From an optimization exercise on the open Yosys and OpenROAD flow, aimed at small area and a short achievable clock period; shortcuts taken in it are not production practice. At most, simulation tests tie the RTL to the original design; equivalence was not proved.

==> run a <==
// strand_codec
module strand_codec (
    input  wire         clk,
    input  wire         rst,
    input  wire         enc_in_valid,
    input  wire [255:0] enc_in_data,
    output reg          enc_out_valid,
    output reg  [31:0]  enc_out_check,
    input  wire         dec_in_valid,
    input  wire [287:0] dec_in_lanes,
    input  wire         dec_in_policy,      
    input  wire         dec_in_erasure,     
    input  wire [5:0]   dec_in_dead_lane,   
    output reg          dec_out_valid,
    output reg  [2:0]   dec_out_kind,
    output reg  [255:0] dec_out_data,
    output reg  [31:0]  dec_out_syn,
    output reg  [5:0]   dec_out_lane,
    output reg  [7:0]   dec_out_value
);
    localparam [2:0] K_CLEAN     = 3'd0;
    localparam [2:0] K_CORRECTED = 3'd1;
    localparam [2:0] K_ERASURE   = 3'd2;
    localparam [2:0] K_UNCORR    = 3'd3;
    localparam [2:0] K_POISON    = 3'd4;
    localparam [31:0] POISON_SYN = 32'h7355_0F00;
    localparam [5:0]  NO_LANE    = 6'h3F;
    function [7:0] gf_mul(input [7:0] a, input [7:0] b);
        reg [7:0] a1, a2, a3, a4, a5, a6, a7;
        begin
            a1 = {a[6:0],  1'b0} ^ (8'h1D & {8{a[7]}});
            a2 = {a1[6:0], 1'b0} ^ (8'h1D & {8{a1[7]}});
            a3 = {a2[6:0], 1'b0} ^ (8'h1D & {8{a2[7]}});
            a4 = {a3[6:0], 1'b0} ^ (8'h1D & {8{a3[7]}});
            a5 = {a4[6:0], 1'b0} ^ (8'h1D & {8{a4[7]}});
            a6 = {a5[6:0], 1'b0} ^ (8'h1D & {8{a5[7]}});
            a7 = {a6[6:0], 1'b0} ^ (8'h1D & {8{a6[7]}});
            gf_mul = (a  & {8{b[0]}}) ^ (a1 & {8{b[1]}}) ^ (a2 & {8{b[2]}}) ^
                     (a3 & {8{b[3]}}) ^ (a4 & {8{b[4]}}) ^ (a5 & {8{b[5]}}) ^
                     (a6 & {8{b[6]}}) ^ (a7 & {8{b[7]}});
        end
    endfunction
    function [7:0] gf_sq(input [7:0] a);
        gf_sq = gf_mul(a, a);
    endfunction
    function [7:0] EXPK(input integer k);
        integer i;
        begin
            EXPK = 8'h01;
            for (i = 0; i < k; i = i + 1)
                EXPK = {EXPK[6:0], 1'b0} ^ (8'h1D & {8{EXPK[7]}});
        end
    endfunction
    function [7:0] gf_inv(input [7:0] a);
        case (a)
            8'd0: gf_inv = 8'h00;
            8'd1: gf_inv = 8'h01;
            8'd2: gf_inv = 8'h8e;
            8'd3: gf_inv = 8'hf4;
            8'd4: gf_inv = 8'h47;
  ...
clock: 40.0 ns
lec_check: 0
cap_margin: 20
core_margin: 2
core_utilization: 40
place_density: 0.6
slew_margin: 20
standard.sh (not shown) runs the stock make flow with config.mk's settings and CLKGATE_MAP_FILE= SYNTH_SCRIPT=/design/flow/synth_recipe.tcl, a recipe that flattens the netlist after the stock synthesis.
==> flow/flow/run.sh <==
#!/bin/bash
# The standard layout (the standard.sh, ORFS), with two changes to how it
# is made: plain buf_1 port buffers instead of the delay cells buffer_ports
# picks by default, and repair_timing aiming for setup slack of
# SETUP_SLACK_MARGIN ns beyond the (unchanged) clock period instead of 0.
# ORFS writes each step's log under orfs/logs; make's output goes to
# standard.log.
bash standard.sh "BUFFER_PORTS_ARGS=-buffer_cell sky130_fd_sc_hd__buf_1" \
    SETUP_SLACK_MARGIN=30 finish > standard.log 2>&1
==> run b (differences from run a) <==
==> flow/flow/run.sh (replaced) <==
#!/bin/bash
# Standard layout, with plain buf_1 port buffers instead of the delay cells
# buffer_ports picks by default.
bash standard.sh "BUFFER_PORTS_ARGS=-buffer_cell sky130_fd_sc_hd__buf_1" finish > standard.log 2>&1
==> results.txt <==
- Of run a and run b, run a has the higher first-iteration DRC count (gap about 0.35%, measured against run b).
- In flip-flop and latch count, run b and run a do not differ.
- Run b completed without violations. Run a produced a clean layout.
- Sequential share of layout area: run a is lower than run b (0.44 points).
- In run b the worst setup slack is worse than in run a, by 2.4 ns.
- Die area is the same in run a and run b.
- Against run a, the routed wire length of run b is lower by 0.33%.
- In run b the register-to-register slack is worse than in run a, by 2.5 ns.
No run of this note included a check of the RTL's function; only the layout flow was run.

==> run C: inputs <==
Another version of the RTL of strand_codec (not shown whole).
Settings: LEC_CHECK=0, CAP_MARGIN=20, CORE_MARGIN=2, CORE_UTILIZATION=40, PLACE_DENSITY=0.6, SLEW_MARGIN=20; clock period 40.0 ns.
run.sh (not shown) runs the stock make flow with config.mk's settings and CLKGATE_MAP_FILE= SYNTH_SCRIPT=/design/flow/synth_recipe.tcl, a recipe that flattens the netlist after the stock synthesis.
Stock flow here: none of the scripts above is used.
==> run Y (differences from run C) <==
--- a/flow/design.v
+++ b/flow/design.v
@@ -1035,17 +1035,17 @@
     reg [31:0]  syn1;
     reg [255:0] w1;
     always @(posedge clk) begin
         if (rst) v1 <= 1'b0;
         else     v1 <= dec_in_valid;
         pol1 <= dec_in_policy;
         era1 <= dec_in_erasure;
         dl1  <= dec_in_dead_lane;
-        aq1  <= alpha_lane(dec_in_dead_lane);
+        aq1  <= dec_in_erasure ? alpha_lane(dec_in_dead_lane) : 8'h00;
         a2q1 <= alpha2_lane(dec_in_dead_lane);
         syn1 <= dec_syn;
         w1   <= dec_in_lanes[255:0];
     end
     wire [7:0] s0 = syn1[7:0];
     wire [7:0] s1 = syn1[15:8];
     wire [7:0] s2 = syn1[23:16];
     wire [7:0] s3 = syn1[31:24];
@@ -1053,27 +1053,24 @@
     wire [7:0] t1 = s2 ^ gf_mul(aq1, s1);
     wire [7:0] t2 = s3 ^ gf_mul(aq1, s2);
     wire er_poison = (t0 == 8'h0F) &&
                      (t1 == (8'h55 ^ gf_mul(aq1, 8'h0F))) &&
                      (t2 == (8'h73 ^ gf_mul(aq1, 8'h55)));
     wire t_zero    = (t0 == 8'h00) && (t1 == 8'h00) && (t2 == 8'h00);
     wire s_zero    = (syn1 == 32'h0);
     wire s_poison  = (syn1 == POISON_SYN);
-    wire [7:0] x0 = era1 ? t0 : s0;
-    wire [7:0] x1 = era1 ? t1 : s1;
-    wire [7:0] x2 = era1 ? t2 : s2;
-    wire       cons1 = (gf_sq(x1) == gf_mul(x0, x2));
-    wire       cons2 = era1 || (gf_sq(s2) == gf_mul(s1, s3));
+    wire       cons1 = (gf_sq(t1) == gf_mul(t0, t2));
+    wire       cons2 = era1 || (gf_sq(s1) == gf_mul(s0, s2));
     wire [35:0] q_hot, p_hot;
     genvar gk;
     generate
         for (gk = 0; gk < 36; gk = gk + 1) begin : g_pos
             assign q_hot[gk] = (dl1 == lane_of_pos(gk));
-            assign p_hot[gk] = (x0 != 8'h00) && (x1 == gf_mul(x0, EXPK(gk))) &&
+            assign p_hot[gk] = (t0 != 8'h00) && (t1 == gf_mul(t0, EXPK(gk))) &&
                                !(era1 && q_hot[gk]);
         end
     endgenerate
     wire hit = (|p_hot) && cons1 && cons2;
     wire [7:0] dd  = s2 ^ gf_mul(a2q1, s0);
     wire [7:0] e   = era1 ? gf_mul(gf_sq(t0), gf_inv(dd)) : s0;
     reg [2:0] kind;
     always @(*) begin
==> flow/flow/run.sh (new file) <==
#!/bin/bash
# Standard layout, with repair_timing aiming for setup slack of SETUP_SLACK_MARGIN
# (ns) beyond the clock period instead of 0.
bash standard.sh SETUP_SLACK_MARGIN=30 finish > standard.log 2>&1
==> flow/standard.sh (new file) <==
#!/bin/bash
# synth_recipe.tcl (not shown) runs the flow's synth.tcl, then flattens the netlist and writes it again
# the make line also repeats each setting of config.mk as NAME=value (left out here)
make -C /OpenROAD-flow-scripts/flow DESIGN_CONFIG=/design/flow/config.mk WORK_HOME=/design/flow/orfs CLKGATE_MAP_FILE= SYNTH_SCRIPT=/design/flow/synth_recipe.tcl "${@:-finish}"
removed: flow/run.sh
==> reports/metrics.csv <==
metric,value,unit
result of the run,timing/DRC/antenna clean,
met2 track utilization from global routing,68.1,%
final worst path period need,10.21,ns
share of the core filled with cells in the final layout,51.2,%
Setup Buffers After CTS,49,
Hold WS,0.416,ns
HPWL after DPL,354000,um
synthesized-area fraction occupied by and/or/nand/nor cells,9.06,%
filler cell count in the final layout,16600,
number of cells on the worst reg-to-reg path,26,
weighted congestion reported at the end of routability-driven placement,1.11,
Worst-Margin Slew,1.31,ns
the above is filed under run Y

==> reports/metrics.csv <==
metric,value,unit
result of the run,timing/DRC/antenna clean,
Hold WS,0.388,ns
weighted congestion reported at the end of routability-driven placement,1.14,
HPWL after DPL,346000,um
Setup Buffers After CTS,0,
initial antenna violation count,66,
synthesized-area fraction occupied by and/or/nand/nor cells,8.76,%
share of the core filled with cells in the final layout,48.6,%
filler cell count in the final layout,16600,
worst hold-check path type,reg2reg,
worst relative slew slack,13.3,%
met2 track utilization from global routing,65.8,%
number of cells on the worst reg-to-reg path,25,
the above is filed under run C

For run Y, only the layout was checked, not whether the RTL still works.

==> inputs of quartz <==
Another version of the RTL of strand_codec (not shown whole).
## strand_codec
module strand_codec (
    input  wire         clk,
    input  wire         rst,
    input  wire         enc_in_valid,
    input  wire [255:0] enc_in_data,
    output reg          enc_out_valid,
    output reg  [31:0]  enc_out_check,
    input  wire         dec_in_valid,
    input  wire [287:0] dec_in_lanes,
    input  wire         dec_in_policy,      
    input  wire         dec_in_erasure,     
    input  wire [5:0]   dec_in_dead_lane,   
    output reg          dec_out_valid,
    output reg  [2:0]   dec_out_kind,
    output reg  [255:0] dec_out_data,
    output reg  [31:0]  dec_out_syn,
    output reg  [5:0]   dec_out_lane,
    output reg  [7:0]   dec_out_value
);
    localparam [2:0] K_CLEAN     = 3'd0;
    localparam [2:0] K_CORRECTED = 3'd1;
    localparam [2:0] K_ERASURE   = 3'd2;
    localparam [2:0] K_UNCORR    = 3'd3;
    localparam [2:0] K_POISON    = 3'd4;
    localparam [31:0] POISON_SYN = 32'h7355_0F00;
    localparam [5:0]  NO_LANE    = 6'h3F;
    function [7:0] gf_mul(input [7:0] a, input [7:0] b);
        reg [7:0] a1, a2, a3, a4, a5, a6, a7;
        begin
            a1 = {a[6:0],  1'b0} ^ (8'h1D & {8{a[7]}});
            a2 = {a1[6:0], 1'b0} ^ (8'h1D & {8{a1[7]}});
            a3 = {a2[6:0], 1'b0} ^ (8'h1D & {8{a2[7]}});
            a4 = {a3[6:0], 1'b0} ^ (8'h1D & {8{a3[7]}});
            a5 = {a4[6:0], 1'b0} ^ (8'h1D & {8{a4[7]}});
            a6 = {a5[6:0], 1'b0} ^ (8'h1D & {8{a5[7]}});
            a7 = {a6[6:0], 1'b0} ^ (8'h1D & {8{a6[7]}});
            gf_mul = (a  & {8{b[0]}}) ^ (a1 & {8{b[1]}}) ^ (a2 & {8{b[2]}}) ^
  ...
clock: 40.0 ns
lec_check: 0
cap_margin: 20
core_margin: 2
core_utilization: 40
place_density: 0.6
slew_margin: 20
standard.sh (not shown) runs the stock make flow with config.mk's settings and CLKGATE_MAP_FILE= SYNTH_SCRIPT=/design/flow/synth_recipe.tcl, a recipe that flattens the netlist after the stock synthesis.
==> flow/flow/run.sh <==
#!/bin/bash
# The standard layout (the standard.sh, ORFS), with three changes to how
# it is made: plain buf_1 port buffers instead of the delay cells buffer_ports
# picks by default; repair_timing aiming for setup slack of SETUP_SLACK_MARGIN
# ns beyond the (unchanged) clock period instead of 0; and repair allowed to
# resize cells to other footprints. ORFS writes each step's log under
# orfs/logs; make's output goes to standard.log.
bash standard.sh "BUFFER_PORTS_ARGS=-buffer_cell sky130_fd_sc_hd__buf_1" \
    SETUP_SLACK_MARGIN=30 MATCH_CELL_FOOTPRINT=0 finish > standard.log 2>&1
==> inputs of violet, as changes to quartz <==
--- a/flow/design.v
+++ b/flow/design.v
@@ -1167,21 +1167,19 @@
         p_lane = 6'd0;
         for (k = 0; k < 36; k = k + 1)
             if (p_hot[k]) p_lane = p_lane | lane_of_pos(k);
     end
     wire [5:0] lane  = corr ? p_lane : fillk ? dl1 : NO_LANE;
     wire [7:0] value = corr ? e : fillk ? s0 : 8'h00;
-    wire [7:0] e_c = corr ? e : 8'h00;
-    wire [7:0] f_c = fill ? f : 8'h00;
     wire [255:0] data;
     genvar gl;
     generate
         for (gl = 0; gl < 32; gl = gl + 1) begin : g_byte
             assign data[8*gl +: 8] = w1[8*gl +: 8] ^
-                                     ((p_hot[gl + 4] ? e_c : 8'h00) |
-                                      (q_hot[gl + 4] ? f_c : 8'h00));
+                                     (((corr && p_hot[gl + 4]) ? e : 8'h00) |
+                                      ((fill && q_hot[gl + 4]) ? f : 8'h00));
         end
     endgenerate
     always @(posedge clk) begin
         if (rst) dec_out_valid <= 1'b0;
         else     dec_out_valid <= v1;
         dec_out_kind  <= kind;
==> flow/flow/run.sh (replaced) <==
#!/bin/bash
# The standard layout (the standard.sh, ORFS), with two changes to how it
# is made: plain buf_1 port buffers instead of the delay cells buffer_ports
# picks by default, and repair_timing aiming for setup slack of
# SETUP_SLACK_MARGIN ns beyond the (unchanged) clock period instead of 0.
# ORFS writes each step's log under orfs/logs; make's output goes to
# standard.log.
bash standard.sh "BUFFER_PORTS_ARGS=-buffer_cell sky130_fd_sc_hd__buf_1" \
    SETUP_SLACK_MARGIN=30.6 finish > standard.log 2>&1
==> qor summary <==
item                                                                   quartz                    violet
DR WL met3                                                            42.8 mm                   45.2 mm
Destination of the critical timing path                    syn1_b[12]$_DFF_P_         syn1_a[3]$_DFF_P_
Cell area after placement                                           75200 um2                 79000 um2
Global Route met1 Usage                                                 0.525                     0.524
Avg Inst Size Synth                                                  8.99 um2                  8.72 um2
Worst hold endpoint                                    dec_out_syn[2]$_DFF_P_  dec_out_data[57]$_DFF_P_
Die ar.                                                            177000 um2                181000 um2
Met2 track utilization from global routing                              0.582                     0.612
WL met1                                                                146 mm                    147 mm
Number of standard cells after synthesis                                 7735                      8143
Max transition margin                                                   0.175                     0.199
Outcome                                              timing/DRC/antenna clean  timing/DRC/antenna clean
CP max stage cell                                                     xnor2_1           clkdlybuf4s15_2
Fraction of the mapped netlist area in compound gates                  0.0909                    0.0901
Half-perimeter wire length after detailed placement                    293 mm                    312 mm
Overall via count from detail_route                                     62400                     66400
For quartz, only the layout was checked, not whether the RTL still works.

## port drivers added, routing unchanged
In the flow no input, the clock included, has a driving cell. The finished layouts below were timed again as built, in two steps. Step 1, drivers: a clkbuf_16 drives clk and a buf_2 each remaining input, both assumed. Step 2 also shifts input and output timing later by t, the mid clock arrival at the registers, as if the neighbouring blocks saw the same clock. Slacks: ideal / step 1 / step 2; pairs: ideal / step 1.
| run | t (ns) | slack for setup (ns) | cell pins on the clock port's net |
|---|---|---|---|
| run a | 0.822 | 29.798 / 29.866 / 29.044 | 1 |
| run b | 0.837 | 27.360 / 27.360 / 27.360 | 1 |
| run C | 0.806 | 28.870 / 28.902 / 28.096 | 1 |
| run Y | 0.818 | 29.790 / 29.859 / 29.050 | 1 |
| quartz | 0.808 | 29.791 / 29.830 / 29.021 | 1 |
| violet | 0.806 | 30.475 / 30.489 / 29.698 | 1 |
After both steps every run listed still meets setup and hold. The setup slack of violet, which loses most, moves by +0.014 ns with the drivers and by -0.777 ns with both steps.
